This is an optimization exercise on Yosys and OpenROAD, whose aim is small area and a short achievable clock period, not a production implementation.
Where RTL was checked, it was by simulation tests only, not by an equivalence proof against the original.
The RTL of runs 1 to 5 was laid out without a check of its function.
Power and IR drop assume default switching activity.

`flow/config.mk`:
```
export PLATFORM = sky130hd
export DESIGN_NAME = red_combine
export DESIGN_NICKNAME = red_combine
export VERILOG_FILES = /design/flow/design.v
export SDC_FILE = /design/flow/constraint.sdc
export NUM_CORES = 4
export LEC_CHECK = 0
export ABC_AREA = 1
export CAP_MARGIN = 20
export CORE_MARGIN = 2
export CORE_UTILIZATION = 50
export SLEW_MARGIN = 20
```
`flow/flow/run.sh`:
```
#!/bin/bash
set -euo pipefail
MARGIN=$(cat flow/setup_margin)
sed "s|CLKGATE_MAP_FILE= |CLKGATE_MAP_FILE= SETUP_SLACK_MARGIN=$MARGIN |" standard.sh > standard_margin.sh
bash standard_margin.sh > flow_make.log 2>&1
```
`flow/standard.sh`:
```
#!/bin/bash
# synth_recipe.tcl (not shown) runs the flow's synth.tcl, then flattens the netlist and writes it again
# the make line also repeats each setting of config.mk as NAME=value (left out here)
make -C /OpenROAD-flow-scripts/flow DESIGN_CONFIG=/design/flow/config.mk WORK_HOME=/design/flow/orfs CLKGATE_MAP_FILE= SYNTH_SCRIPT=/design/flow/synth_recipe.tcl "${@:-finish}"
```
`flow/constraint.sdc`:
```
create_clock -name core_clock -period 32.0 [get_ports {clk}]
set_input_delay 6.4000 -clock core_clock [delete_from_list [all_inputs] [get_ports {clk}]]
set_output_delay 6.4000 -clock core_clock [all_outputs]
set_load 0.01 [all_outputs]
```
`flow/flow/setup_margin`:
```
24
```
`flow/design.v`:
```
module red_combine (
    input  wire        clk,
    input  wire        rst,
    input  wire        in_valid,
    input  wire [31:0] in_a,
    input  wire [31:0] in_b,
    input  wire [1:0]  in_op,
    input  wire [1:0]  in_rmode,
    input  wire [15:0] in_rand,
    output reg         out_valid,
    output reg  [31:0] out_res
);
    reg        v1;
    reg [31:0] a, b;
    reg [1:0]  op, rm;
    reg [15:0] rnd1;
    always @(posedge clk) begin
        v1   <= ~rst & in_valid;
        a    <= in_a;
        b    <= in_b;
        op   <= in_op;
        rm   <= in_rmode;
        rnd1 <= in_rand;
    end
    wire [31:0] bg; wire [23:0] m_big, m_sm; wire [7:0] e_big; wire [5:0] sh;
    wire sub, zero_small, nan_out;
    s1_order u_order(.a(a), .b(b), .op(op), .bg(bg), .m_big(m_big), .m_sm(m_sm), .e_big(e_big), .sh(sh), .sub(sub), .zero_small(zero_small), .nan_out(nan_out));
    wire [41:0] y;
    s1_align u_align(.m_sm(m_sm), .sh(sh), .y(y));
    wire [42:0] r1;
    s1_add u_add(.m_big(m_big), .y(y), .sub(sub), .r1(r1));
    reg        v2;
    reg [42:0] r;
    reg [7:0]  eb2;
    reg        sg2, nan2, sub2, inf2, rtz2, stoc2;
    reg [15:0] rnd2;
    always @(posedge clk) begin
        v2    <= ~rst & v1;
        r     <= r1;
        eb2   <= e_big;
        sg2   <= bg[31];
        nan2  <= nan_out;
        sub2  <= sub;
        rtz2  <= (rm == 2'd1);
        stoc2 <= (rm == 2'd2);
        inf2  <= zero_small | (rm != 2'd1);
        rnd2  <= rnd1;
    end
    wire [23:0] n; wire [15:0] d; wire st; wire [4:0] lz;
    s2_norm u_norm(.r(r), .eb2(eb2), .n(n), .d(d), .st(st), .lz(lz));
    wire [31:0] result;
    s2_round u_round(.r(r), .eb2(eb2), .n(n), .d(d), .st(st), .lz(lz), .rnd2(rnd2), .stoc2(stoc2), .rtz2(rtz2), .inf2(inf2), .nan2(nan2), .sg2(sg2), .sub2(sub2), .result(result));
    always @(posedge clk) begin
        out_valid <= ~rst & v2;
        out_res   <= result;
    end
endmodule
module s1_order(input [31:0] a, input [31:0] b, input [1:0] op, output [31:0] bg, output [23:0] m_big, output [23:0] m_sm,
   output [7:0] e_big, output [5:0] sh, output sub, output zero_small, output nan_out);
    wire a_e0   = ~|a[30:23];
    wire b_e0   = ~|b[30:23];
    wire a_emax = &a[30:23];
    wire b_emax = &b[30:23];
    wire a_mz   = ~|a[22:0];
    wire b_mz   = ~|b[22:0];
    wire a_nan  = a_emax & ~a_mz;
    wire b_nan  = b_emax & ~b_mz;
    wire a_inf  = a_emax & a_mz;
    wire b_inf  = b_emax & b_mz;
    wire sa = a[31];
    wire sb = b[31];
    wire is_mm  = op[0] ^ op[1];
    wire is_max = op[1];
    assign sub = (sa ^ sb) & ~is_mm;
    assign zero_small = is_mm | a_inf | b_inf;
    assign nan_out = is_mm ? (a_nan & b_nan) : (a_nan | b_nan | (a_inf & b_inf & (sa ^ sb)));
    wire [7:0] ea = {a[30:24], a[23] | a_e0};
    wire [7:0] eb = {b[30:24], b[23] | b_e0};
    wire [8:0] d_ab = {1'b0, ea} - {1'b0, eb};
    wire [7:0] d_ba = eb - ea;
    wire [7:0] dexp = d_ab[8] ? d_ba : d_ab[7:0];
    assign sh   = (|dexp[7:6]) ? 6'd63 : dexp[5:0];
    wire m_gt_ba;
    gt_t #(24) u_gtm (.a({~b_e0, b[22:0]}), .b({~a_e0, a[22:0]}), .gt(m_gt_ba));
    wire gt_ba = d_ab[8] | ((ea == eb) & m_gt_ba);
    wire pick_a_mm = b_nan | (~a_nan & (sa ^ is_max ^ (gt_ba & ~(sa ^ sb))));
    wire sel_b = is_mm ? ~pick_a_mm : gt_ba;
    assign bg    = sel_b ? b : a;
    wire [22:0] sm_m  = sel_b ? a[22:0] : b[22:0];
    wire        sm_h  = sel_b ? ~a_e0 : ~b_e0;
    assign e_big = sel_b ? eb : ea;
    assign m_big = {sel_b ? ~b_e0 : ~a_e0, bg[22:0]};
    assign m_sm  = zero_small ? 24'd0 : {sm_h, sm_m};
endmodule
module s1_align(input [23:0] m_sm, input [5:0] sh, output [41:0] y);
    wire [41:0] x0 = {m_sm, 18'd0};
    wire [41:0] x1 = sh[0] ? { 1'd0, x0[41:1]}  : x0;
    wire [41:0] x2 = sh[1] ? { 2'd0, x1[41:2]}  : x1;
    wire [41:0] x3 = sh[2] ? { 4'd0, x2[41:4]}  : x2;
    wire [41:0] x4 = sh[3] ? { 8'd0, x3[41:8]}  : x3;
    wire [41:0] x5 = sh[4] ? {16'd0, x4[41:16]} : x4;
    wire [41:0] x6 = sh[5] ? {32'd0, x5[41:32]} : x5;
    wire jam = (sh[4] & (|x4[15:0])) | (sh[5] & (|x5[31:0]));
    assign y = {x6[41:1], x6[0] | jam};
endmodule
module s1_add(input [23:0] m_big, input [41:0] y, input sub, output [42:0] r1);
    wire [18:0] lo_any;
    or_prefix #(18) u_lo (.a(y[17:0]), .y(lo_any));
    assign r1[17:0] = y[17:0] ^ ({18{sub}} & lo_any[17:0]);
    add_bk #(25) u_hi (.a({1'b0, m_big}), .b({1'b0, y[41:18]} ^ {25{sub}}), .c(sub & ~lo_any[18]), .y(r1[42:18]));
endmodule
module s2_norm(input [42:0] r, input [7:0] eb2, output [23:0] n, output [15:0] d, output st, output reg [4:0] lz);
    wire [25:0] xs = r[42:17];
    integer i;
    always @(*) begin
        lz = 5'd26;
        for (i = 0; i < 26; i = i + 1)
            if (xs[i]) lz = 5'd25 - i[4:0];
    end
    wire lz_ok = (|eb2[7:5]) | (lz <= eb2[4:0]);
    wire [4:0] L = lz_ok ? lz : eb2[4:0];
    wire [25:0] shl = xs << L;
    assign n  = shl[25:2];
    assign d  = (L == 5'd0) ? r[18:3] : (L == 5'd1) ? r[17:2] : (L == 5'd2) ? r[16:1] : 16'd0;
    assign st = (L == 5'd0) ? |r[2:0] : (L == 5'd1) ? |r[1:0] : (L == 5'd2) ? r[0] : 1'b0;
endmodule
module s2_round(input [42:0] r, input [7:0] eb2, input [23:0] n, input [15:0] d, input st, input [4:0] lz,
  input [15:0] rnd2, input stoc2, input rtz2, input inf2, input nan2, input sg2, input sub2, output [31:0] result);
    wire [7:0]  e_field = n[23] ? eb2 + 8'd1 - {3'd0, lz} : 8'd0;
    wire r_zero = ~|r[42:17];
    wire d_gt_r;
    gt_t #(16) u_gtr (.a(d), .b(rnd2), .gt(d_gt_r));
    wire round_up = stoc2 ? d_gt_r : (~rtz2 & d[15] & ((|d[14:0]) | st | n[0]));
    wire [31:0] ones;
    and_prefix #(31) u_rnd (.a({e_field, n[22:0]}), .y(ones));
    wire [31:0] code = {1'b0, e_field, n[22:0]} ^ ({32{round_up}} & ones);
    wire ovf = code[31] | &code[30:23];
    wire sign = sg2 & ~(sub2 & r_zero);
    assign result = nan2 ? 32'h7FC0_0000 :
                         {sign, ovf ? (inf2 ? 31'h7F80_0000 : 31'h7F7F_FFFF) : code[30:0]};
endmodule
module inc_g #(parameter N=31) (input [N-1:0] a, input c, output [N:0] y);
  localparam G = (N+4)/4;
  wire [4*G-1:0] ap = {{(4*G-N){1'b0}}, a};
  wire [4*G-1:0] s;
  wire [G:0] gc;             
  assign gc[0] = c;
  genvar g;
  generate for (g = 0; g < G; g = g + 1) begin: grp
    wire [3:0] q = ap[4*g+3:4*g];
    assign gc[g+1] = gc[g] & (&q);
    wire c1 = gc[g] & q[0];
    wire c2 = c1 & q[1];
    wire c3 = c2 & q[2];
    assign s[4*g+3:4*g] = q ^ {c3, c2, c1, gc[g]};
  end endgenerate
  assign y = s[N:0];
endmodule
module or_prefix #(parameter N=18) (input [N-1:0] a, output [N:0] y);
  localparam G = (N+4)/4;
  wire [4*G-1:0] ap = {{(4*G-N){1'b0}}, a};
  wire [4*G-1:0] s;
  wire [G:0] gc;
  assign gc[0] = 1'b0;
  genvar g;
  generate for (g = 0; g < G; g = g + 1) begin: grp
    wire [3:0] q = ap[4*g+3:4*g];
    assign gc[g+1] = gc[g] | (|q);
    wire c1 = gc[g] | q[0];
    wire c2 = c1 | q[1];
    wire c3 = c2 | q[2];
    assign s[4*g+3:4*g] = {c3, c2, c1, gc[g]};
  end endgenerate
  assign y = s[N:0];
endmodule
module and_prefix #(parameter N=31) (input [N-1:0] a, output [N:0] y);
  localparam G = (N+4)/4;
  wire [4*G-1:0] ap = {{(4*G-N){1'b0}}, a};
  wire [4*G-1:0] s;
  wire [G:0] gc;
  assign gc[0] = 1'b1;
  genvar g;
  generate for (g = 0; g < G; g = g + 1) begin: grp
    wire [3:0] q = ap[4*g+3:4*g];
    assign gc[g+1] = gc[g] & (&q);
    wire c1 = gc[g] & q[0];
    wire c2 = c1 & q[1];
    wire c3 = c2 & q[2];
    assign s[4*g+3:4*g] = {c3, c2, c1, gc[g]};
  end endgenerate
  assign y = s[N:0];
endmodule
module gt_t #(parameter N=23) (input [N-1:0] a, input [N-1:0] b, output gt);
  localparam LG = $clog2(N);
  localparam M = 1 << LG;
  wire [M-1:0] g0 = {{(M-N){1'b0}}, a & ~b};
  wire [M-1:0] e0 = {{(M-N){1'b1}}, ~(a ^ b)};
  genvar l, i;
  generate for (l = 0; l < LG; l = l + 1) begin: lv
    wire [(M>>(l+1))-1:0] gg, ee;
    for (i = 0; i < (M>>(l+1)); i = i + 1) begin: nd
      wire gh, gl, eh, el;
      if (l == 0) begin: f0
        assign gh = g0[2*i+1]; assign gl = g0[2*i]; assign eh = e0[2*i+1]; assign el = e0[2*i];
      end else begin: fn
        assign gh = lv[l-1].gg[2*i+1]; assign gl = lv[l-1].gg[2*i]; assign eh = lv[l-1].ee[2*i+1]; assign el = lv[l-1].ee[2*i];
      end
      assign gg[i] = gh | (eh & gl);
      assign ee[i] = eh & el;
    end
  end endgenerate
  assign gt = lv[LG-1].gg[0];
endmodule
module add_bk #(parameter N=43) (input [N-1:0] a, input [N-1:0] b, input c, output [N-1:0] y);
  localparam M = N+1;
  localparam LG = $clog2(M);
  wire [M-1:0] g [0:2*LG];
  wire [M-1:0] p [0:2*LG];
  assign g[0] = {a & b, c};
  assign p[0] = {a ^ b, 1'b0};
  genvar l, i;
  generate
    for (l = 0; l < LG; l = l + 1) begin: up
      for (i = 0; i < M; i = i + 1) begin: b
        if ((i % (2<<l)) == (2<<l)-1) begin: n
          assign g[l+1][i] = g[l][i] | (p[l][i] & g[l][i-(1<<l)]);
          assign p[l+1][i] = p[l][i] & p[l][i-(1<<l)];
        end else begin: w
          assign g[l+1][i] = g[l][i];
          assign p[l+1][i] = p[l][i];
        end
      end
    end
    for (l = LG-1; l > 0; l = l - 1) begin: dn
      for (i = 0; i < M; i = i + 1) begin: b
        if (i >= (3<<(l-1))-1 && ((i - ((3<<(l-1))-1)) % (2<<(l-1))) == 0) begin: n
          assign g[2*LG-l][i] = g[2*LG-l-1][i] | (p[2*LG-l-1][i] & g[2*LG-l-1][i-(1<<(l-1))]);
          assign p[2*LG-l][i] = p[2*LG-l-1][i] & p[2*LG-l-1][i-(1<<(l-1))];
        end else begin: w
          assign g[2*LG-l][i] = g[2*LG-l-1][i];
          assign p[2*LG-l][i] = p[2*LG-l-1][i];
        end
      end
    end
  endgenerate
  assign y = p[0][M-1:1] ^ g[2*LG-1][M-2:0];
endmodule
```
==> flow_summary.yaml, run 1 <==
cells_and_area:
  multiInputGateArea_um2: 10000
  diodes: 0
  utilization_pct: 64.7
  regArea_um2: 3860
  finalNetCount: 2563
  stdcell_count: 2758
  final.fill_count: 2594
  area_growth_pct: 26.4
  fin_area_um2: 18100
  drive_gt1_share_pct: 16.2
yosys:
  synth_cells: 2210
  syn-num-nets: 2406
  synth_seq_area_share_pct: 26.9
  synth_commonest_cells: "nand2_1, nand3_1, inv_1"
  synth.avg_cell_area_um2: 6.47
  synthTopCellsByArea: "dfxtp_1, nand2_1, nand3_1"
  synth-edff-count: 0
  yosys.area.top_type: "dfxtp_1"
  synth_flop_cell: "dfxtp_1"
  syn_area_um2: 14300
  ys_seq_elements: 192
  yosysMostFrequentCell: "nand2_1"
  async_flop_share_pct: 0
  synth_warnings: 3
  yosys.cell_types.count: 52
  synth_top_area_share_pct: 26.9
power:
  power_density_nw_per_um2: 89.7
  power.leakage_nw: 8.94
  power_mw: 1.62
  vdd_drop_max_mv: 0.0501
timing:
  fin_skew_ns: 0.00763
  drv_slew: 0
  finalCritPeriodShare_pct: 24.6
  finalSetupViolations: 0
  tightest_slew_ns: 1.07
  min_period_ns: 7.86
  final-hold-violation-count: 0
  tns_ns: 0
  fmax_mhz: 127
  rsz0062_at_grt: "yes"
  layout_setup_ws_ns: 24.14
  max-slew-margin-rel_pct: 27.9
  hold_slack_ns: 0.329
floorplan:
  start_util_pct: 51.2
  fp.dieH_um: 173
  placeableCoreArea_um2: 27900
  std_cell_rows: 61
  ioPinCount: 120
  die-area_um2: 30000
  die_w_um: 173
cts:
  cts_tree: "yes"
  ctsHoldBuffers: 0
  clock_sinks: 192
  root_buffer: "clkbuf_16"
  cts_inserted_buffers: 17
  clk_path_buf_depth: 2
  htree_levels: 4
  path_clk_slew_ns: 0.07
  insertion_delay_ns: 0.46
critical_path:
  crit_type: "reg -> reg"
  crit_arrival_ns: 8.20
  end_kind: "flip-flop"
  critPathMaxStageDelay_ns: 0.46
  slowest_stage: "fa_2"
  crit_path_start_kind: "flip-flop"
  cp.required_ns: 32.34
  path_max_fanout: 25
routing:
  routedWlPerCell_um: 16.4
  antenna_left: 0
  drt-initial-drc-count: 1325
  drcViolationCount: 0
  vias: 15300
  vias_per_cell: 5.54
  firstDrtPassIters: 7
  wirelength_mm: 45.2
placement:
  placed_cells: 2633
  place_ws_ns: 22.76
  io_buffer_count: 119
  routabilityCongestion: 0.964
  placed_area_um2: 15700
  place_hpwl_mm: 33.7
grt:
  antenna_found_initial: 0
  grt_pass1_wl_mm: 70.6
  first_global_vias: 13900
  grt_start_max_net_pins: 90
  overflow: 0
  grtUsageTotal_pct: 29.1
job:
  cap_viol_max_count: 0
status:
  outcome: "timing/DRC/antenna clean"
worst_hold_path:
  hold_class: "reg -> reg"
-- layer usage --
metal,up-vias,part of all wire [%],GRT usage (%)
li1,7587,-,-
met1,7020,43,37.6
met2,555,48,49.0
met3,109,5.7,4.38
met4,0,3.3,10.9
met5,-,0,0
-- repair_timing --
item | CTS | global route
cloned | 7 | 5
setup endpoints to repair | 36 | 41
resized for setup | 75 | 202
pin swaps | 21 | 90
setup buffers | 28 | 52
-- cells by family (layout without fill, tap and decap cells) --
kind of cell             Yosys count  after routing  synth area share (%)
XOR/XNOR                          80             80                  4.90
flip-flops                       192            192                  26.9
multiplexers                       4              4                 0.289
buffers and inverters            334            502                  9.31
AO/OA/AOI/OAI                    168            168                  6.78
adder cells (fa/ha/maj)          109            109                  10.4
AND/OR/NAND/NOR                 1323           1325                  41.4
-- worst max-delay path, delay by kind of cell (launching register included) --
kind                     cells  cell delay (ns)
AO/OA/AOI/OAI               12             1.60
XOR/XNOR                     1             0.20
adder cells (fa/ha/maj)      4             1.30
buffers and inverters        6             0.65
flip-flops                   1             0.37
multiplexers                 1             0.11
AND/OR/NAND/NOR             30             3.47
-- final timing paths --
| kind | end | from | slack [ns] | cells past startpoint |
|---|---|---|---|---|
| min | rnd2[14] | rnd1[14] | 0.33 | 0 |
| max | r[41] | b[24] | 24.14 | 54 |
| min reg2reg | rnd2[14] | rnd1[14] | 0.33 | 0 |
| max reg2reg | r[41] | b[24] | 24.14 | 54 |
-- layout make-up --
type,count,share of cell area [%]
inverter,246,5.29
timing repair buffer,220,11.8
sequential,192,21.4
tap,378,2.62
clock buffer,20,2.47
multi-input combinational,1686,55.6
timing repair inverter,4,0.152
clock inverter,12,0.679
-- power breakdown --
group          internal (mW)  switching [mW]
Combinational          0.402           0.682
Clock                  0.111          0.0967
Sequential             0.296          0.0334
-- flip-flops by register name, indices dropped and copies added, names as in the netlist, 2 cells and up --
register  count
op            2
a            32
rm            2
b            32
eb2           8
rnd2         16
out_res      32
r            43
rnd1         16
-- cell usage in the layout, fill, tap and decap left out, drive strengths merged, types with 14 or more instances in the layout --
master | Yosys | routed
nand3b | 14 | 14
xor2 | 59 | 59
dfxtp | 192 | 192
clkdlybuf4s50 | 0 | 119
nor2 | 160 | 160
fa | 17 | 17
nand4 | 97 | 98
ha | 92 | 92
a21oi | 53 | 53
inv | 244 | 245
buf | 32 | 97
nand2 | 648 | 649
clkbuf | 56 | 24
xnor2 | 21 | 21
nand3 | 373 | 373
nor3 | 15 | 15
o21ai | 79 | 79
==> run 2: changes to the inputs <==
--- a/flow/design.v
+++ b/flow/design.v
@@ -12,17 +12,62 @@
 );
+    wire a_e0   = ~|in_a[30:23];
+    wire b_e0   = ~|in_b[30:23];
+    wire a_emax = &in_a[30:23];
+    wire b_emax = &in_b[30:23];
+    wire a_mz   = ~|in_a[22:0];
+    wire b_mz   = ~|in_b[22:0];
+    wire a_nan  = a_emax & ~a_mz;
+    wire b_nan  = b_emax & ~b_mz;
+    wire a_inf  = a_emax & a_mz;
+    wire b_inf  = b_emax & b_mz;
+    wire sa = in_a[31];
+    wire sb = in_b[31];
+    wire is_mm  = in_op[0] ^ in_op[1];
+    wire is_max = in_op[1];
+    wire [7:0] r_ab, r_ba;
+    add_bk #(8) u_dab (.a(in_a[30:23]), .b(~in_b[30:23]), .c(1'b1), .y(r_ab));
+    add_bk #(8) u_dba (.a(in_b[30:23]), .b(~in_a[30:23]), .c(1'b1), .y(r_ba));
+    wire [7:0] d_ab = a_e0 ? 8'd0 : b_e0 ? in_a[30:23] - 8'd1 : r_ab;
+    wire [7:0] d_ba = b_e0 ? 8'd0 : a_e0 ? in_b[30:23] - 8'd1 : r_ba;
+    wire gt_hi, gt_lo;
+    gt_t #(16) u_gth (.a(in_b[30:15]), .b(in_a[30:15]), .gt(gt_hi));
+    gt_t #(15) u_gtl (.a(in_b[14:0]), .b(in_a[14:0]), .gt(gt_lo));
+    wire eq_hi = (in_b[30:15] == in_a[30:15]);
+    wire pick_a_gt = b_nan | (~a_nan & (sa ^ is_max ^ ~(sa ^ sb)));
+    wire pick_a_le = b_nan | (~a_nan & (sa ^ is_max));
     reg        v1;
     reg [31:0] a, b;
-    reg [1:0]  op, rm;
+    reg        sel_gt, sel_le, gt_hi1, eq_hi1, gt_lo1, sub, zero_small, nan1, rtz1, stoc1;
+    reg [5:0]  sh_ab, sh_ba;
     reg [15:0] rnd1;
     always @(posedge clk) begin
-        v1   <= ~rst & in_valid;
-        a    <= in_a;
-        b    <= in_b;
-        op   <= in_op;
-        rm   <= in_rmode;
-        rnd1 <= in_rand;
-    end
-    wire [31:0] bg; wire [23:0] m_big, m_sm; wire [7:0] e_big; wire [5:0] sh;
-    wire sub, zero_small, nan_out;
-    s1_order u_order(.a(a), .b(b), .op(op), .bg(bg), .m_big(m_big), .m_sm(m_sm), .e_big(e_big), .sh(sh), .sub(sub), .zero_small(zero_small), .nan_out(nan_out));
+        v1         <= ~rst & in_valid;
+        a          <= in_a;
+        b          <= in_b;
+        sel_gt     <= is_mm ? ~pick_a_gt : 1'b1;
+        sel_le     <= is_mm ? ~pick_a_le : 1'b0;
+        gt_hi1     <= gt_hi;
+        eq_hi1     <= eq_hi;
+        gt_lo1     <= gt_lo;
+        sub        <= (sa ^ sb) & ~is_mm;
+        zero_small <= is_mm | a_inf | b_inf;
+        nan1       <= is_mm ? (a_nan & b_nan) : (a_nan | b_nan | (a_inf & b_inf & (sa ^ sb)));
+        rtz1       <= (in_rmode == 2'd1);
+        stoc1      <= (in_rmode == 2'd2);
+        sh_ab      <= (|d_ab[7:6]) ? 6'd63 : d_ab[5:0];
+        sh_ba      <= (|d_ba[7:6]) ? 6'd63 : d_ba[5:0];
+        rnd1       <= in_rand;
+    end
+    wire gt_ba = gt_hi1 | (eq_hi1 & gt_lo1);       
+    wire sel_b = gt_ba ? sel_gt : sel_le;
+    wire a1_e0 = ~|a[30:23];
+    wire b1_e0 = ~|b[30:23];
+    wire [31:0] bg    = sel_b ? b : a;
+    wire [22:0] sm_m  = sel_b ? a[22:0] : b[22:0];
+    wire        sm_h  = sel_b ? ~a1_e0 : ~b1_e0;
+    wire        bg_e0 = sel_b ? b1_e0 : a1_e0;
+    wire [7:0]  e_big = {bg[30:24], bg[23] | bg_e0};
+    wire [23:0] m_big = {~bg_e0, bg[22:0]};
+    wire [23:0] m_sm  = zero_small ? 24'd0 : {sm_h, sm_m};
+    wire [5:0]  sh    = sel_b ? sh_ba : sh_ab;
     wire [41:0] y;
@@ -41,7 +86,7 @@
         sg2   <= bg[31];
-        nan2  <= nan_out;
+        nan2  <= nan1;
         sub2  <= sub;
-        rtz2  <= (rm == 2'd1);
-        stoc2 <= (rm == 2'd2);
-        inf2  <= zero_small | (rm != 2'd1);
+        rtz2  <= rtz1;
+        stoc2 <= stoc1;
+        inf2  <= zero_small | ~rtz1;
         rnd2  <= rnd1;
@@ -56,39 +101,2 @@
     end
-endmodule
-module s1_order(input [31:0] a, input [31:0] b, input [1:0] op, output [31:0] bg, output [23:0] m_big, output [23:0] m_sm,
-   output [7:0] e_big, output [5:0] sh, output sub, output zero_small, output nan_out);
-    wire a_e0   = ~|a[30:23];
-    wire b_e0   = ~|b[30:23];
-    wire a_emax = &a[30:23];
-    wire b_emax = &b[30:23];
-    wire a_mz   = ~|a[22:0];
-    wire b_mz   = ~|b[22:0];
-    wire a_nan  = a_emax & ~a_mz;
-    wire b_nan  = b_emax & ~b_mz;
-    wire a_inf  = a_emax & a_mz;
-    wire b_inf  = b_emax & b_mz;
-    wire sa = a[31];
-    wire sb = b[31];
-    wire is_mm  = op[0] ^ op[1];
-    wire is_max = op[1];
-    assign sub = (sa ^ sb) & ~is_mm;
-    assign zero_small = is_mm | a_inf | b_inf;
-    assign nan_out = is_mm ? (a_nan & b_nan) : (a_nan | b_nan | (a_inf & b_inf & (sa ^ sb)));
-    wire [7:0] ea = {a[30:24], a[23] | a_e0};
-    wire [7:0] eb = {b[30:24], b[23] | b_e0};
-    wire [8:0] d_ab = {1'b0, ea} - {1'b0, eb};
-    wire [7:0] d_ba = eb - ea;
-    wire [7:0] dexp = d_ab[8] ? d_ba : d_ab[7:0];
-    assign sh   = (|dexp[7:6]) ? 6'd63 : dexp[5:0];
-    wire m_gt_ba;
-    gt_t #(24) u_gtm (.a({~b_e0, b[22:0]}), .b({~a_e0, a[22:0]}), .gt(m_gt_ba));
-    wire gt_ba = d_ab[8] | ((ea == eb) & m_gt_ba);
-    wire pick_a_mm = b_nan | (~a_nan & (sa ^ is_max ^ (gt_ba & ~(sa ^ sb))));
-    wire sel_b = is_mm ? ~pick_a_mm : gt_ba;
-    assign bg    = sel_b ? b : a;
-    wire [22:0] sm_m  = sel_b ? a[22:0] : b[22:0];
-    wire        sm_h  = sel_b ? ~a_e0 : ~b_e0;
-    assign e_big = sel_b ? eb : ea;
-    assign m_big = {sel_b ? ~b_e0 : ~a_e0, bg[22:0]};
-    assign m_sm  = zero_small ? 24'd0 : {sm_h, sm_m};
 endmodule
==> flow/flow/setup_margin (replaced) <==
24.5
==> flow_summary.yaml, run 2 <==
yosys:
  synth_top_area_share_pct: 28.9
  synth_warnings: 4
  syn_area_um2: 14600
  async_flop_share_pct: 0
  synth_commonest_cells: "nand2_1, inv_1, nand3_1"
  synth-edff-count: 0
  syn-num-nets: 2362
  yosys.cell_types.count: 57
  synth_seq_area_share_pct: 28.9
  synth.avg_cell_area_um2: 6.74
  synth_cells: 2159
  yosysMostFrequentCell: "nand2_1"
  synth_flop_cell: "dfxtp_1"
  synthTopCellsByArea: "dfxtp_1, nand2_1, ha_1"
  yosys.area.top_type: "dfxtp_1"
  ys_seq_elements: 210
cells_and_area:
  regArea_um2: 4210
  fin_area_um2: 18300
  largest_reg_flops: 43
  diodes: 0
  mostFrequentLayoutCell: "nand2_1"
  finalNetCount: 2525
  final.fill_count: 2651
  stdcell_count: 2722
  largest-register: "r"
  multiInputGateArea_um2: 9770
  area_growth_pct: 25.9
  utilization_pct: 63.8
  drive_gt1_share_pct: 15.9
  final_cell_mix: "nand2_1, inv_1, dfxtp_1, nand3_1, nor2_1"
critical_path:
  ff2ff_setup_slack_ns: 24.55
  r2r_cells: 53
  crit_arrival_ns: 8.28
  slowest_stage: "fa_2"
  timing.rr.start: "gt_lo1"
  r2r_end: "r[41]"
  critPathMaxStageDelay_ns: 0.34
  path_cells: "buf_8 > clkinvlp_4 > ha_4 > nand2_4 > o21ai_4 > a221oi_4 > buf_4 > fa_2 > xor2_1 > nor2_1 > o21ai_2 > o21ai_1"
  crit_type: "in -> reg"
  end_kind: "flip-flop"
  path_max_fanout: 6
  crit_path_start_kind: "input pin"
  cp.required_ns: 32.40
floorplan:
  die_w_um: 175
  placeableCoreArea_um2: 28700
  start_util_pct: 50.7
  die-area_um2: 30500
  std_cell_rows: 62
  fp.dieH_um: 175
  ioPinCount: 120
routing:
  drcViolationCount: 0
  antenna_left: 0
  drt-initial-drc-count: 1006
  routedWlPerCell_um: 15.5
  firstDrtPassIters: 5
  vias: 14400
  wirelength_mm: 42.2
  vias_per_cell: 5.28
timing:
  fin_skew_ns: 0.0140
  fmax_mhz: 127
  min_period_ns: 7.89
  rsz0062_at_grt: "yes"
  finalCritPeriodShare_pct: 24.7
  layout_setup_ws_ns: 24.11
  final-hold-violation-count: 0
  tightest_slew_ns: 0.962
  max-slew-margin-rel_pct: 35.2
  tns_ns: 0
  hold_slack_ns: 0.323
  finalSetupViolations: 0
  drv_slew: 0
job:
  cap_viol_max_count: 0
placement:
  routabilityCongestion: 0.960
  place_hpwl_mm: 31.0
  io_buffer_count: 119
  place_ws_ns: 22.53
  placed_area_um2: 16100
  placed_cells: 2587
power:
  power_mw: 1.70
  vdd_drop_max_mv: 0.0539
  power_density_nw_per_um2: 92.9
  power.leakage_nw: 8.94
worst_hold_path:
  holdPathEnd: "rnd2[3]"
  hold_depth: 0
  worstHoldStart: "rnd1[3]"
  hold_class: "reg -> reg"
status:
  outcome: "timing/DRC/antenna clean"
grt:
  overflow: 0
  first_global_vias: 13400
  grt_pass1_wl_mm: 66.3
  grt_start_max_net_pins: 59
  antenna_found_initial: 0
  grtUsageTotal_pct: 26.3
cts:
  htree_levels: 1
  clock_sinks: 210
  clk_path_buf_depth: 3
  cts_tree: "yes"
  insertion_delay_ns: 0.53
  root_buffer: "clkbuf_16"
  path_clk_slew_ns: 0.06
  cts_inserted_buffers: 24
## run 2: cells by family (layout without fill, tap and decap cells)
group,count (synthesis),count (layout),synth area share [%]
and+or+nand+nor,1064,1067,31.9
buffers and inverters,352,528,9.62
AOI/OAI and AO/OA,312,312,12.1
DFF,210,210,28.9
adders and majority gates,116,116,11.0
xor gates and xnor gates,87,87,5.23
muxes,18,18,1.24
## run 2: area by class of cell
type | instances | area share, %
repair inverters | 5 | 0.164
clock buffers | 32 | 3.83
repair buffers | 215 | 10.8
flip-flops and latches | 210 | 23.0
clock inverters | 10 | 0.526
multi-input cells | 1600 | 53.3
inverters | 266 | 5.79
well taps | 384 | 2.62
## run 2: how the worst max path moves through the flow
stage | cells after the start | from | to | slack, ns
floorplan | 11 | in_a[25] | sh_ab[2] | 23.85
global placement | 13 | in_b[24] | sh_ab[5] | 22.56
detailed placement | 13 | in_b[24] | sh_ab[5] | 22.53
CTS | 12 | in_a[25] | sh_ab[5] | 24.07
global route | 12 | in_a[25] | sh_ba[3] | 24.01
finish | 12 | in_a[25] | sh_ba[3] | 24.11
## run 2: layer usage
metal,share of wire [%],vias up,track usage (%)
li1,-,7384,-
met1,46,6576,35.3
met2,47,355,45.6
met3,4.6,68,2.72
met4,2.0,0,5.90
met5,0,-,0
## run 2: power by group
| part | internal, mW | switching, mW | total (mW) | leakage (nW) |
|---|---|---|---|---|
| clock | 0.163 | 0.109 | 0.272 | 0.394 |
| sequential | 0.327 | 0.0384 | 0.365 | 1.77 |
| combinational | 0.396 | 0.669 | 1.07 | 6.78 |
## run 2: worst max-delay path: cells and delay by family
family | cells | cell delay, ns
and+or+nand+nor | 2 | 0.15
xor gates and xnor gates | 1 | 0.13
adders and majority gates | 2 | 0.66
AOI/OAI and AO/OA | 4 | 0.60
buffers and inverters | 3 | 0.32
## run 2: what timing repair did
action / 4_1_cts / 5_1_grt
pin swaps: 35 / 78
buffers inserted: 24 / 56
gates cloned: 6 / 7
hold buffers: 0 / 0
endpoints found under the setup margin: 100 / 77
gates resized for setup: 215 / 187
==> run 3: changes to the inputs <==
==> flow/flow/run.sh (replaced) <==
#!/bin/bash
# The standard ORFS layout (standard.sh, standard synthesis unchanged) with two changes
# to how the layout is made; the clock, its period and the constraints stay the design's:
#  - repair_timing is asked for extra setup slack (flow/setup_margin, in ns), so that it
#    sizes and buffers the logic for a shorter period than the constraint's;
#  - port buffers (every input and output still gets one) use flow/port_buffer.
set -euo pipefail
MARGIN=$(cat flow/setup_margin)
PBUF=$(cat flow/port_buffer)
sed "s|CLKGATE_MAP_FILE= |CLKGATE_MAP_FILE= SETUP_SLACK_MARGIN=$MARGIN 'BUFFER_PORTS_ARGS=-buffer_cell $PBUF' |" \
    standard.sh > standard_tuned.sh
bash standard_tuned.sh > flow_make.log 2>&1
==> flow/flow/port_buffer (new file) <==
sky130_fd_sc_hd__buf_2
--- a/flow/config.mk
+++ b/flow/config.mk
@@ -10,3 +10,3 @@
 export CORE_MARGIN = 2
-export CORE_UTILIZATION = 50
+export CORE_UTILIZATION = 60
 export SLEW_MARGIN = 20
==> flow_summary.yaml, run 3 <==
status:
  outcome: "timing/DRC/antenna clean"
critical_path:
  crit_buf_inv: 2
  crit_type: "in -> reg"
  crit_path_start_kind: "input pin"
  crit_family: "compound AO/OA/AOI/OAI gates"
  path_max_fanout: 6
  slowest_stage: "ha_4"
  end_kind: "flip-flop"
  path_cells: "buf_8 > clkinvlp_4 > ha_4 > a21oi_2 > o21a_1 > o21ai_2 > a221oi_2 > xor2_1 > nand2_1 > a32o_2 > o21ai_4 > o21ai_1"
  cp.required_ns: 32.39
  critPathMaxStageDelay_ns: 0.26
  crit_arrival_ns: 8.31
floorplan:
  std_cell_rows: 57
  fp.dieH_um: 160
  die_w_um: 160
  die-area_um2: 25500
  start_util_pct: 60.4
  ioPinCount: 120
  placeableCoreArea_um2: 24100
placement:
  routabilityCongestion: 1.02
  placed_cells: 2526
  placed_area_um2: 15400
  place_ws_ns: 22.67
  place_hpwl_mm: 30.5
  io_buffer_count: 119
yosys:
  yosys.cell_types.count: 57
  synth_top_area_share_pct: 28.9
  synth-edff-count: 0
  synth_warnings: 4
  yosysMostFrequentCell: "nand2_1"
  ys_seq_elements: 210
  syn_area_um2: 14600
  synth_commonest_cells: "nand2_1, inv_1, nand3_1"
  async_flop_share_pct: 0
  synth_flop_cell: "dfxtp_1"
  synthTopCellsByArea: "dfxtp_1, nand2_1, ha_1"
  synth_seq_area_share_pct: 28.9
  synth_cells: 2159
  syn-num-nets: 2362
  synth.avg_cell_area_um2: 6.74
  yosys.area.top_type: "dfxtp_1"
cells_and_area:
  mostFrequentLayoutCell: "nand2_1"
  regArea_um2: 4210
  largest_reg_flops: 43
  drive_gt1_share_pct: 18.0
  area_growth_pct: 20.0
  largest-register: "r"
  fin_area_um2: 17500
  final.fill_count: 1996
  multiInputGateArea_um2: 9600
  stdcell_count: 2662
  final_cell_mix: "nand2_1, inv_1, nand3_1, dfxtp_1, nor2_1"
  finalNetCount: 2524
  utilization_pct: 72.5
cts:
  ctsHoldBuffers: 0
  cts_inserted_buffers: 23
  root_buffer: "clkbuf_16"
  insertion_delay_ns: 0.52
  path_clk_slew_ns: 0.06
  htree_levels: 1
  clk_path_buf_depth: 3
  cts_tree: "yes"
  clock_sinks: 210
grt:
  antenna_found_initial: 1
  grtUsageTotal_pct: 31.0
  first_global_vias: 13800
  grt_start_max_net_pins: 59
  grt_pass1_wl_mm: 66.1
  overflow: 0
power:
  power_density_nw_per_um2: 96.3
  vdd_drop_max_mv: 0.0626
  power.leakage_nw: 8.77
  power_mw: 1.68
timing:
  min_period_ns: 7.92
  fin_skew_ns: 0.0121
  max-slew-margin-rel_pct: 34.4
  final-hold-violation-count: 0
  finalCritPeriodShare_pct: 24.7
  layout_setup_ws_ns: 24.08
  rsz0062_at_grt: "yes"
  hold_slack_ns: 0.325
  fmax_mhz: 126
  finalSetupViolations: 0
  tightest_slew_ns: 0.974
  drv_slew: 0
  tns_ns: 0
routing:
  firstDrtPassIters: 7
  routedWlPerCell_um: 16.1
  drt-initial-drc-count: 1357
  wirelength_mm: 43.0
  vias_per_cell: 5.66
  drcViolationCount: 0
  vias: 15100
  antenna_left: 0
worst_hold_path:
  hold_class: "reg -> reg"
job:
  cap_viol_max_count: 0
==> run 3: power breakdown <==
part | total, mW | switching [mW] | internal, mW
Combinational | 1.07 | 0.679 | 0.387
Sequential | 0.363 | 0.0364 | 0.327
Clock | 0.254 | 0.108 | 0.146
Total | 1.68 | 0.824 | 0.859
==> run 3: metal layers <==
metal  vias to the layer above  track usage (%)  part of all wire (%)
li1                       7400                -                     -
met1                      6911             39.8                    42
met2                       631             54.5                    48
met3                       123             4.13                   6.9
met4                         0             8.97                   3.4
met5                         -                0                     0
==> run 3: cells by family after synthesis <==
kind of cell | Yosys count | synth area share [%]
adder cells (fa/ha/maj) | 116 | 11.0
multiplexers | 18 | 1.24
buffers and inverters | 352 | 9.62
AND/OR/NAND/NOR | 1064 | 31.9
XOR/XNOR | 87 | 5.23
flip-flops | 210 | 28.9
AO/OA/AOI/OAI | 312 | 12.1
==> run 3: area by class of cell <==
| type | count | share of cell area [%] |
|---|---|---|
| diodes | 1 | 0.0143 |
| clock buffers | 29 | 3.54 |
| inverters | 266 | 6.04 |
| multi-input cells | 1602 | 54.9 |
| flip-flops and latches | 210 | 24.1 |
| repair inverters | 6 | 0.215 |
| well taps | 324 | 2.32 |
| clock inverters | 12 | 0.580 |
| repair buffers | 212 | 8.32 |
==> run 3: what timing repair did <==
item	in CTS	in global routing
gates cloned	8	10
setup endpoints to repair	66	58
endpoints found under the hold margin	0	0
resized for setup	48	126
pin swaps	23	54
setup buffers	17	59
==> run 3: final timing paths <==
check / from / to / slack (ns) / depth (start not counted)
setup reg to reg: zero_small / r[41] / 24.58 / 50
setup / recovery: in_a[25] / sh_ab[2] / 24.08 / 12
hold / removal: rnd1[13] / rnd2[13] / 0.32 / 0
hold reg to reg: rnd1[13] / rnd2[13] / 0.32 / 0
==> run 4: changes to the inputs <==
--- a/flow/config.mk
+++ b/flow/config.mk
@@ -11,2 +11,4 @@
 export CORE_UTILIZATION = 60
+export CTS_BUF_LIST = sky130_fd_sc_hd__clkbuf_8
+export CTS_CLUSTER_SIZE = 25
 export SLEW_MARGIN = 20
==> flow_summary.yaml, run 4 <==
critical_path:
  crit_type: "in -> reg"
  cp.required_ns: 32.42
  crit_buf_inv: 2
  critPathMaxStageDelay_ns: 0.26
  crit_arrival_ns: 8.33
  path_cells: "buf_8 > clkinvlp_4 > ha_4 > a21oi_2 > o21a_1 > o21ai_2 > a221oi_2 > xor2_1 > nand2_1 > a32o_2 > o21ai_4 > o21ai_1"
  crit_family: "compound AO/OA/AOI/OAI gates"
  slowest_stage: "ha_4"
  path_max_fanout: 6
  end_kind: "flip-flop"
  crit_path_start_kind: "input pin"
yosys:
  syn-num-nets: 2362
  synth_commonest_cells: "nand2_1, inv_1, nand3_1"
  synth-edff-count: 0
  synth_cells: 2159
  synthTopCellsByArea: "dfxtp_1, nand2_1, ha_1"
  synth_warnings: 4
  yosysMostFrequentCell: "nand2_1"
  syn_area_um2: 14600
  yosys.area.top_type: "dfxtp_1"
  synth_top_area_share_pct: 28.9
  synth_flop_cell: "dfxtp_1"
  synth.avg_cell_area_um2: 6.74
  yosys.cell_types.count: 57
  synth_seq_area_share_pct: 28.9
  async_flop_share_pct: 0
  ys_seq_elements: 210
cts:
  root_buffer: "clkbuf_8"
  cts_inserted_buffers: 36
  path_clk_slew_ns: 0.06
  clock_sinks: 210
  ctsHoldBuffers: 0
  clk_path_buf_depth: 3
  cts_tree: "yes"
  htree_levels: 2
  insertion_delay_ns: 0.56
timing:
  tns_ns: 0
  finalSetupViolations: 0
  layout_setup_ws_ns: 24.09
  max-slew-margin-rel_pct: 29.7
  fmax_mhz: 126
  drv_slew: 0
  min_period_ns: 7.91
  tightest_slew_ns: 1.04
  rsz0062_at_grt: "yes"
  finalCritPeriodShare_pct: 24.7
  fin_skew_ns: 0.0261
  final-hold-violation-count: 0
  hold_slack_ns: 0.324
cells_and_area:
  finalNetCount: 2518
  diodes: 0
  final.fill_count: 2014
  drive_gt1_share_pct: 17.5
  mostFrequentLayoutCell: "nand2_1"
  largest_reg_flops: 43
  stdcell_count: 2659
  final_cell_mix: "nand2_1, inv_1, nand3_1, dfxtp_1, nor2_1"
  area_growth_pct: 18.6
  largest-register: "r"
routing:
  routedWlPerCell_um: 16.1
  vias: 15000
  wirelength_mm: 42.9
  drt-initial-drc-count: 1281
  drcViolationCount: 0
  antenna_left: 0
  vias_per_cell: 5.64
  firstDrtPassIters: 6
grt:
  grt_pass1_wl_mm: 66.4
  grtUsageTotal_pct: 31.3
  first_global_vias: 13900
  grt_start_max_net_pins: 59
  overflow: 0
  antenna_found_initial: 0
job:
  cap_viol_max_count: 0
worst_hold_path:
  hold_class: "reg -> reg"
placement:
  io_buffer_count: 119
  place_ws_ns: 22.67
  place_hpwl_mm: 30.5
  routabilityCongestion: 1.02
  placed_cells: 2526
floorplan:
  placeableCoreArea_um2: 24100
  ioPinCount: 120
  std_cell_rows: 57
  start_util_pct: 60.4
  die_w_um: 160
  fp.dieH_um: 160
  die-area_um2: 25500
power:
  power.leakage_nw: 8.70
  vdd_drop_max_mv: 0.0528
  power_density_nw_per_um2: 95.3
  power_mw: 1.65
status:
  outcome: "timing/DRC/antenna clean"
## run 4: cell counts after synthesis
No cell type changed its count.
## run 4: path summary, 6_finish.rpt
kind / startpoint / end / slack, ns / cells past startpoint
setup / recovery: in_a[25] / sh_ab[2] / 24.09 / 12
hold / removal: rnd1[4] / rnd2[4] / 0.32 / 0
setup reg to reg: gt_hi1 / r[41] / 24.53 / 57
hold reg to reg: rnd1[4] / rnd2[4] / 0.32 / 0
## run 4: per-layer routing
layer  GRT usage, %  share of wire (%)
met1           39.6                 42
met2           54.6                 48
met3           5.06                7.3
met4           10.1                3.5
met5              0                  0
## run 4: repair_timing
action | in CTS | in global routing
setup buffers | 15 | 44
pin swaps | 20 | 44
cloned | 8 | 8
setup endpoints to repair | 66 | 59
resized for setup | 47 | 104
## run 4: stage by stage
| stage | cell area, um^2 | util, % |
|---|---|---|
| 2_1_floorplan | 14700 | - |
| 3_3_place_gp | 15400 | 64.0 |
| 3_5_place_dp | 15400 | 64.0 |
| 4_1_cts | 16500 | 68.6 |
| 5_1_grt | 17300 | 71.6 |
| 6_report | 17300 | 71.6 |
## run 4: where the power goes
group          switching [mW]  internal, mW  total [mW]
clock network           0.110         0.128       0.238
registers              0.0362         0.327       0.363
logic                   0.669         0.377        1.05
total                   0.815         0.832        1.65
## run 4: cell type report
type	instances	area, um^2	area share (%)
Tap cell	324	405	2.35
Timing Repair Buffer	194	1320	7.65
Clock inverter	16	119	0.688
Multi-Input combinational cell	1602	9550	55.3
Timing Repair inverter	5	30.0	0.174
Inverter	266	1060	6.11
Sequential cell	210	4210	24.4
Clock buffer	42	578	3.35
## run 4: logic make-up (layout without fill, tap and decap cells)
family	Yosys count	after routing	synth area share [%]
xor+xnor	87	87	5.23
buf+inv	352	523	9.62
compound gates	312	314	12.1
simple gates	1064	1067	31.9
mux	18	18	1.24
flops	210	210	28.9
fa+ha+maj	116	116	11.0
==> run 5: changes to the inputs <==
--- a/flow/design.v
+++ b/flow/design.v
@@ -26,7 +26,12 @@
     wire is_max = in_op[1];
-    wire [7:0] r_ab, r_ba;
-    add_bk #(8) u_dab (.a(in_a[30:23]), .b(~in_b[30:23]), .c(1'b1), .y(r_ab));
-    add_bk #(8) u_dba (.a(in_b[30:23]), .b(~in_a[30:23]), .c(1'b1), .y(r_ba));
-    wire [7:0] d_ab = a_e0 ? 8'd0 : b_e0 ? in_a[30:23] - 8'd1 : r_ab;
-    wire [7:0] d_ba = b_e0 ? 8'd0 : a_e0 ? in_b[30:23] - 8'd1 : r_ba;
+    wire [6:0] r_ab = {1'b0, in_a[28:23]} - {1'b0, in_b[28:23]};
+    wire [6:0] r_ba = {1'b0, in_b[28:23]} - {1'b0, in_a[28:23]};
+    wire [5:0] d_ab = a_e0 ? 6'd0 : b_e0 ? in_a[28:23] - 6'd1 : r_ab[5:0];
+    wire [5:0] d_ba = b_e0 ? 6'd0 : a_e0 ? in_b[28:23] - 6'd1 : r_ba[5:0];
+    wire [1:0] ha = in_a[30:29];
+    wire [1:0] hb = in_b[30:29];
+    wire ge_ab = ~a_e0 & (b_e0 ? (ha[1] | (ha[0] & |in_a[28:23]))
+                                : ((ha == hb + 2'd1) & ~r_ab[6]) | ({1'b0, ha} >= {1'b0, hb} + 3'd2));
+    wire ge_ba = ~b_e0 & (a_e0 ? (hb[1] | (hb[0] & |in_b[28:23]))
+                                : ((hb == ha + 2'd1) & ~r_ba[6]) | ({1'b0, hb} >= {1'b0, ha} + 3'd2));
     wire gt_hi, gt_lo;
@@ -41,2 +46,3 @@
     reg [5:0]  sh_ab, sh_ba;
+    reg        big_ab, big_ba;
     reg [15:0] rnd1;
@@ -56,4 +62,6 @@
         stoc1      <= (in_rmode == 2'd2);
-        sh_ab      <= (|d_ab[7:6]) ? 6'd63 : d_ab[5:0];
-        sh_ba      <= (|d_ba[7:6]) ? 6'd63 : d_ba[5:0];
+        sh_ab      <= d_ab;
+        sh_ba      <= d_ba;
+        big_ab     <= ge_ab;
+        big_ba     <= ge_ba;
         rnd1       <= in_rand;
@@ -71,3 +79,3 @@
     wire [23:0] m_sm  = zero_small ? 24'd0 : {sm_h, sm_m};
-    wire [5:0]  sh    = sel_b ? sh_ba : sh_ab;
+    wire [7:0]  sh    = sel_b ? {big_ba, 1'b0, sh_ba} : {big_ab, 1'b0, sh_ab};
     wire [41:0] y;
@@ -102,3 +110,4 @@
 endmodule
-module s1_align(input [23:0] m_sm, input [5:0] sh, output [41:0] y);
+module s1_align(input [23:0] m_sm, input [7:0] sh, output [41:0] y);
+    wire big = |sh[7:6];
     wire [41:0] x0 = {m_sm, 18'd0};
@@ -109,4 +118,4 @@
     wire [41:0] x5 = sh[4] ? {16'd0, x4[41:16]} : x4;
-    wire [41:0] x6 = sh[5] ? {32'd0, x5[41:32]} : x5;
-    wire jam = (sh[4] & (|x4[15:0])) | (sh[5] & (|x5[31:0]));
+    wire [41:0] x6 = (sh[5] | big) ? {32'd0, x5[41:32] & {10{~big}}} : x5;
+    wire jam = (sh[4] & (|x4[15:0])) | ((sh[5] | big) & (|x5[31:0])) | (big & (|x5[41:32]));
     assign y = {x6[41:1], x6[0] | jam};
--- a/flow/config.mk
+++ b/flow/config.mk
@@ -11,4 +11,2 @@
 export CORE_UTILIZATION = 60
-export CTS_BUF_LIST = sky130_fd_sc_hd__clkbuf_8
-export CTS_CLUSTER_SIZE = 25
 export SLEW_MARGIN = 20
==> flow_summary.yaml, run 5 <==
timing:
  fmax_mhz: 134
  fin_skew_ns: 0.0282
  max-slew-margin-rel_pct: 28.9
  rsz0062_at_grt: "yes"
  finalCritPeriodShare_pct: 23.3
  tns_ns: 0
  tightest_slew_ns: 1.05
  final-hold-violation-count: 0
  drv_slew: 0
  hold_slack_ns: 0.324
  layout_setup_ws_ns: 24.53
  min_period_ns: 7.47
  finalSetupViolations: 0
cells_and_area:
  largest-register: "r"
  area_growth_pct: 20.9
  mostFrequentLayoutCell: "nand2_1"
  multiInputGateArea_um2: 9860
  largest_reg_flops: 43
  regArea_um2: 4250
  drive_gt1_share_pct: 20.4
  diodes: 0
  finalNetCount: 2552
  utilization_pct: 74.2
  final.fill_count: 1954
  final_cell_mix: "nand2_1, inv_1, dfxtp_1, nand3_1, nor2_1"
cts:
  clock_sinks: 212
  path_clk_slew_ns: 0.06
  clk_path_buf_depth: 3
  insertion_delay_ns: 0.55
  htree_levels: 1
  root_buffer: "clkbuf_16"
  cts_tree: "yes"
  ctsHoldBuffers: 0
  cts_inserted_buffers: 24
power:
  p_seq_share_pct: 20.0
  power_density_nw_per_um2: 102
  p_sw_mw: 0.906
  switching_share_pct: 48.8
  pwr-share-clk_pct: 16.2
  p_int_mw: 0.950
  power_frac_comb_pct: 63.8
  power_mw: 1.86
  vdd_drop_max_mv: 0.0638
  power.leakage_nw: 9.02
critical_path:
  crit_type: "in -> reg"
  r2r_end: "r[41]"
  crit_arrival_ns: 7.91
  timing.rr.start: "gt_lo1"
  end_kind: "flip-flop"
  cp.required_ns: 32.44
  crit_path_start_kind: "input pin"
  ff2ff_setup_slack_ns: 24.77
  r2r_cells: 52
  path_max_fanout: 5
floorplan:
  start_util_pct: 61.4
  placeableCoreArea_um2: 24500
  std_cell_rows: 57
  die_w_um: 162
  fp.dieH_um: 162
  ioPinCount: 120
  die-area_um2: 26300
yosys:
  synth_cells: 2184
  yosysMostFrequentCell: "nand2_1"
  synth_seq_area_share_pct: 28.3
  synth.avg_cell_area_um2: 6.87
  synth_top_area_share_pct: 28.3
  async_flop_share_pct: 0
  synth-edff-count: 0
  ys_seq_elements: 212
  syn_area_um2: 15000
  synth_flop_cell: "dfxtp_1"
  syn-num-nets: 2392
  yosys.cell_types.count: 67
  synthTopCellsByArea: "dfxtp_1, nand2_1, ha_1"
  synth_commonest_cells: "nand2_1, inv_1, dfxtp_1"
  synth_warnings: 3
  yosys.area.top_type: "dfxtp_1"
worst_hold_path:
  worstHoldStart: "rnd1[3]"
  holdPathEnd: "rnd2[3]"
  hold_class: "reg -> reg"
  hold_depth: 0
job:
  cap_viol_max_count: 0
routing:
  drt-initial-drc-count: 1184
  firstDrtPassIters: 6
  vias_per_cell: 5.56
  vias: 14900
  antenna_left: 0
  drcViolationCount: 0
  wirelength_mm: 44.1
  routedWlPerCell_um: 16.4
grt:
  first_global_vias: 13700
  grtUsageTotal_pct: 30.7
  overflow: 0
  grt_pass1_wl_mm: 66.0
  antenna_found_initial: 0
  grt_start_max_net_pins: 67
placement:
  place_hpwl_mm: 31.8
  io_buffer_count: 119
  place_ws_ns: 23.73
  routabilityCongestion: 0.984
status:
  outcome: "timing/DRC/antenna clean"
-- run 5: power by group through the flow --
stage          registers [mW]  logic [mW]  clock network, mW
6_report                0.371        1.18              0.300
5_1_grt                 0.378        1.33              0.313
4_1_cts                 0.370        1.07              0.302
3_5_place_dp            0.375        1.05                  0
3_3_place_gp            0.373        1.02                  0
2_1_floorplan           0.375       0.821                  0
-- run 5: worst max-delay path by stage --
stage / startpoint / to / slack, ns / cells past startpoint
after CTS: eq_hi1 / r[41] / 24.39 / 50
after detailed placement: in_a[24] / sh_ba[3] / 23.73 / 9
after global placement: in_a[24] / sh_ba[5] / 23.76 / 9
final: in_b[23] / sh_ba[4] / 24.53 / 8
after floorplan: in_b[25] / big_ab / 24.26 / 10
after global routing: gt_lo1 / r[41] / 24.19 / 52
-- run 5: worst max-delay path: stages --
cell and delay [ns]:
buf_6 0.11, inv_2 0.10, ha_1 0.28, fa_2 0.28
o21ai_2 0.08, buf_4 0.15, or2_2 0.27, a31oi_1 0.24
-- run 5: kinds of logic (layout without fill, tap and decap cells) --
kind of cell	after synthesis	after routing	synth area share, %
flip-flops	212	212	28.3
AND/OR/NAND/NOR	1083	1083	32.9
multiplexers	12	12	0.800
buffers and inverters	365	541	9.93
adder cells (fa/ha/maj)	121	121	10.9
XOR/XNOR	89	89	5.19
AO/OA/AOI/OAI	302	304	11.9
-- run 5: final cells by class --
| cell class | count | share of cell area (%) |
|---|---|---|
| clock inverter | 12 | 1.16 |
| clock buffer | 32 | 3.58 |
| inverter | 280 | 6.15 |
| timing repair inverter | 4 | 0.138 |
| multi-input combinational | 1609 | 54.3 |
| sequential | 212 | 23.4 |
| timing repair buffer | 213 | 9.00 |
| tap | 324 | 2.23 |
-- run 5: layer usage --
layer / share of wire, % / routed length [um] / GRT usage, %
met4: 3.5 / 1530 / 9.98
met5: 0 / 0 / 0
met2: 49 / 21500 / 53.6
met3: 5.8 / 2540 / 3.93
met1: 42 / 18500 / 39.3
-- run 5: per-stage QoR --
stage               area (um^2)  instances
global placement          15800       2553
global route              18100       2686
CTS                       16900       2612
detailed placement        15800       2553
finish                    18100       2686
floorplan                 15200       2184
-- run 5: what timing repair did --
item                       in CTS  in global routing
gates resized for setup        20                190
pin swaps                       5                 69
cloned                          2                 14
setup buffers                  13                 60
setup endpoints to repair      48                 55
==> run 6: changes to the inputs <==
--- a/flow/design.v
+++ b/flow/design.v
@@ -210,3 +210,11 @@
 module gt_t #(parameter N=23) (input [N-1:0] a, input [N-1:0] b, output gt);
-  localparam LG = $clog2(N);
+  function integer lg2;
+    input integer v;
+    integer t;
+    begin
+      lg2 = 0;
+      for (t = 1; t < v; t = t * 2) lg2 = lg2 + 1;
+    end
+  endfunction
+  localparam LG = lg2(N);
   localparam M = 1 << LG;
@@ -231,4 +239,12 @@
 module add_bk #(parameter N=43) (input [N-1:0] a, input [N-1:0] b, input c, output [N-1:0] y);
+  function integer lg2;
+    input integer v;
+    integer t;
+    begin
+      lg2 = 0;
+      for (t = 1; t < v; t = t * 2) lg2 = lg2 + 1;
+    end
+  endfunction
   localparam M = N+1;
-  localparam LG = $clog2(M);
+  localparam LG = lg2(M);
   wire [M-1:0] g [0:2*LG];
==> flow_summary.yaml, run 6 <==
status:
  outcome: "timing/DRC/antenna clean"
yosys:
  synth.avg_cell_area_um2: 6.87
  synth-edff-count: 0
  yosys.cell_types.count: 67
  syn-num-nets: 2392
  synth_top_area_share_pct: 28.3
  yosys.area.top_type: "dfxtp_1"
  synth_cells: 2184
  synth_seq_area_share_pct: 28.3
  synth_flop_cell: "dfxtp_1"
  yosysMostFrequentCell: "nand2_1"
  async_flop_share_pct: 0
  ys_seq_elements: 212
  synthTopCellsByArea: "dfxtp_1, nand2_1, ha_1"
  syn_area_um2: 15000
  synth_warnings: 3
  synth_commonest_cells: "nand2_1, inv_1, dfxtp_1"
routing:
  routedWlPerCell_um: 16.4
  wl_met1_mm: 18.5
  wl_met2_mm: 21.5
  top_layer: "met4"
  vias: 14900
  drt-initial-drc-count: 1184
  vias_per_cell: 5.56
  wirelength_mm: 44.1
  antenna_left: 0
  firstDrtPassIters: 6
  drcViolationCount: 0
  dr_wl_met3_mm: 2.54
floorplan:
  std_cell_rows: 57
  ioPinCount: 120
  die_w_um: 162
  die-area_um2: 26300
  start_util_pct: 61.4
  fp.dieH_um: 162
  placeableCoreArea_um2: 24500
cts:
  htree_levels: 1
  clock_sinks: 212
  clk_path_buf_depth: 3
  path_clk_slew_ns: 0.06
  insertion_delay_ns: 0.55
  cts_inserted_buffers: 24
  cts_tree: "yes"
  root_buffer: "clkbuf_16"
grt:
  first_global_vias: 13700
  overflow: 0
  grt_start_max_net_pins: 67
  antenna_found_initial: 0
  grtUsageTotal_pct: 30.7
  grt_pass1_wl_mm: 66.0
cells_and_area:
  regArea_um2: 4250
  utilization_pct: 74.2
  fin_area_um2: 18100
  drive_gt1_share_pct: 20.4
  finalNetCount: 2552
  largest_reg_flops: 43
  multiInputGateArea_um2: 9860
  final_cell_mix: "nand2_1, inv_1, dfxtp_1, nand3_1, nor2_1"
  diodes: 0
  largest-register: "r"
  mostFrequentLayoutCell: "nand2_1"
  area_growth_pct: 20.9
  final.fill_count: 1954
timing:
  fmax_mhz: 134
  rsz0062_at_grt: "yes"
  finalSetupViolations: 0
  min_period_ns: 7.47
  finalCritPeriodShare_pct: 23.3
  tightest_slew_ns: 1.05
  tns_ns: 0
  fin_skew_ns: 0.0282
  final-hold-violation-count: 0
  drv_slew: 0
  max-slew-margin-rel_pct: 28.9
  layout_setup_ws_ns: 24.53
power:
  power_density_nw_per_um2: 102
  power_mw: 1.86
  vdd_drop_max_mv: 0.0638
  power.leakage_nw: 9.02
critical_path:
  cp.required_ns: 32.44
  crit_buf_inv: 3
  end_kind: "flip-flop"
  crit_type: "in -> reg"
  crit_arrival_ns: 7.91
  crit_family: "adder cells"
  crit_path_start_kind: "input pin"
  slowest_stage: "ha_1"
  critPathMaxStageDelay_ns: 0.28
  path_cells: "buf_6 > inv_2 > ha_1 > fa_2 > o21ai_2 > buf_4 > or2_2 > a31oi_1"
  path_max_fanout: 5
placement:
  placed_area_um2: 15800
  io_buffer_count: 119
  place_ws_ns: 23.73
  routabilityCongestion: 0.984
  place_hpwl_mm: 31.8
worst_hold_path:
  hold_class: "reg -> reg"
job:
  cap_viol_max_count: 0
run 6: cell counts in the layout (fill, tap and decap cells not counted):
Identical to the previous run, type by type.
run 6: timing repair:
| action | 4_1_cts | 5_1_grt |
|---|---|---|
| hold buffers | 0 | 0 |
| resized for setup | 20 | 190 |
| gates cloned | 2 | 14 |
| setup buffers | 13 | 60 |
| endpoints found under the setup margin | 48 | 55 |
| pin swaps | 5 | 69 |
run 6: worst reg2reg max path: cells and delay by family, from the launching register on:
family,cells,cell delay (ns)
simple gates,31,3.41
compound gates,13,2.00
fa+ha+maj,2,0.78
buf+inv,6,0.56
flops,1,0.34
run 6: per-stage QoR:
step	cells	hold WS (ns)
after floorplan	2184	0.310
after global placement	2553	0.310
after CTS	2612	0.323
after detailed placement	2553	0.312
final	2686	0.324
after global routing	2686	0.342
run 6: layout make-up:
class	instances	share of cell area, %
clock inverter	12	1.16
multi-input combinational	1609	54.3
clock buffer	32	3.58
sequential	212	23.4
inverter	280	6.15
tap	324	2.23
timing repair inverter	4	0.138
timing repair buffer	213	9.00
run 6: kinds of logic (layout without fill, tap and decap cells):
kind of cell / Yosys count / count (layout) / share of synthesized area (%)
multiplexers: 12 / 12 / 0.800
flip-flops: 212 / 212 / 28.3
adder cells (fa/ha/maj): 121 / 121 / 10.9
buffers and inverters: 365 / 541 / 9.93
XOR/XNOR: 89 / 89 / 5.19
AND/OR/NAND/NOR: 1083 / 1083 / 32.9
AO/OA/AOI/OAI: 302 / 304 / 11.9
run 6: power by group:
part	switching (mW)	total, mW	internal, mW	leakage [nW]
Clock	0.116	0.300	0.185	0.422
Combinational	0.751	1.18	0.434	6.82
Sequential	0.0398	0.371	0.332	1.78
run 6: layer usage:
layer	GRT usage [%]	vias up
li1	-	7464
met5	0	-
met4	9.98	0
met1	39.3	6848
met2	53.6	525
met3	3.93	106
run 6: worst paths after layout:
check,startpoint,to,slack [ns],depth (start not counted)
min,rnd1[3],rnd2[3],0.32,0
max,in_b[23],sh_ba[4],24.53,8
min reg2reg,rnd1[3],rnd2[3],0.32,0
max reg2reg,gt_lo1,r[41],24.77,52

[afterwards: timing with drivers on the ports]
How much do the figures lean on ideal ports? The routed layouts below were timed once more, with nothing changed but the port constraints. Step 1: set_driving_cell puts a clkbuf_16 on clk and a buf_2 on each other input, an assumption about the parent block. Step 2, shift: input delay + t, output delay - t, t = (earliest + latest rising clock arrival at the registers) / 2. This alone moves slack from input paths to output paths. Slacks: ideal / step 1 / step 2; pairs: ideal / step 1.
| run | shift t [ns] | slack for setup (ns) | worst setup path at the end |
|---|---|---|---|
| run 1 | 0.509 | 24.140 / 24.140 / 24.140 | register to register |
| run 2 | 0.570 | 24.112 / 24.111 / 23.541 | input to register |
| run 3 | 0.562 | 24.084 / 24.083 / 23.521 | input to register |
| run 4 | 0.593 | 24.092 / 24.088 / 23.495 | input to register |
| run 5 | 0.581 | 24.530 / 24.538 / 23.956 | input to register |
| run 6 | 0.581 | 24.530 / 24.538 / 23.956 | input to register |
After both steps setup and hold are still met in every run listed. For run 4, which loses most, drivers alone change the setup slack by -0.004 ns; drivers and shift together by -0.597 ns.
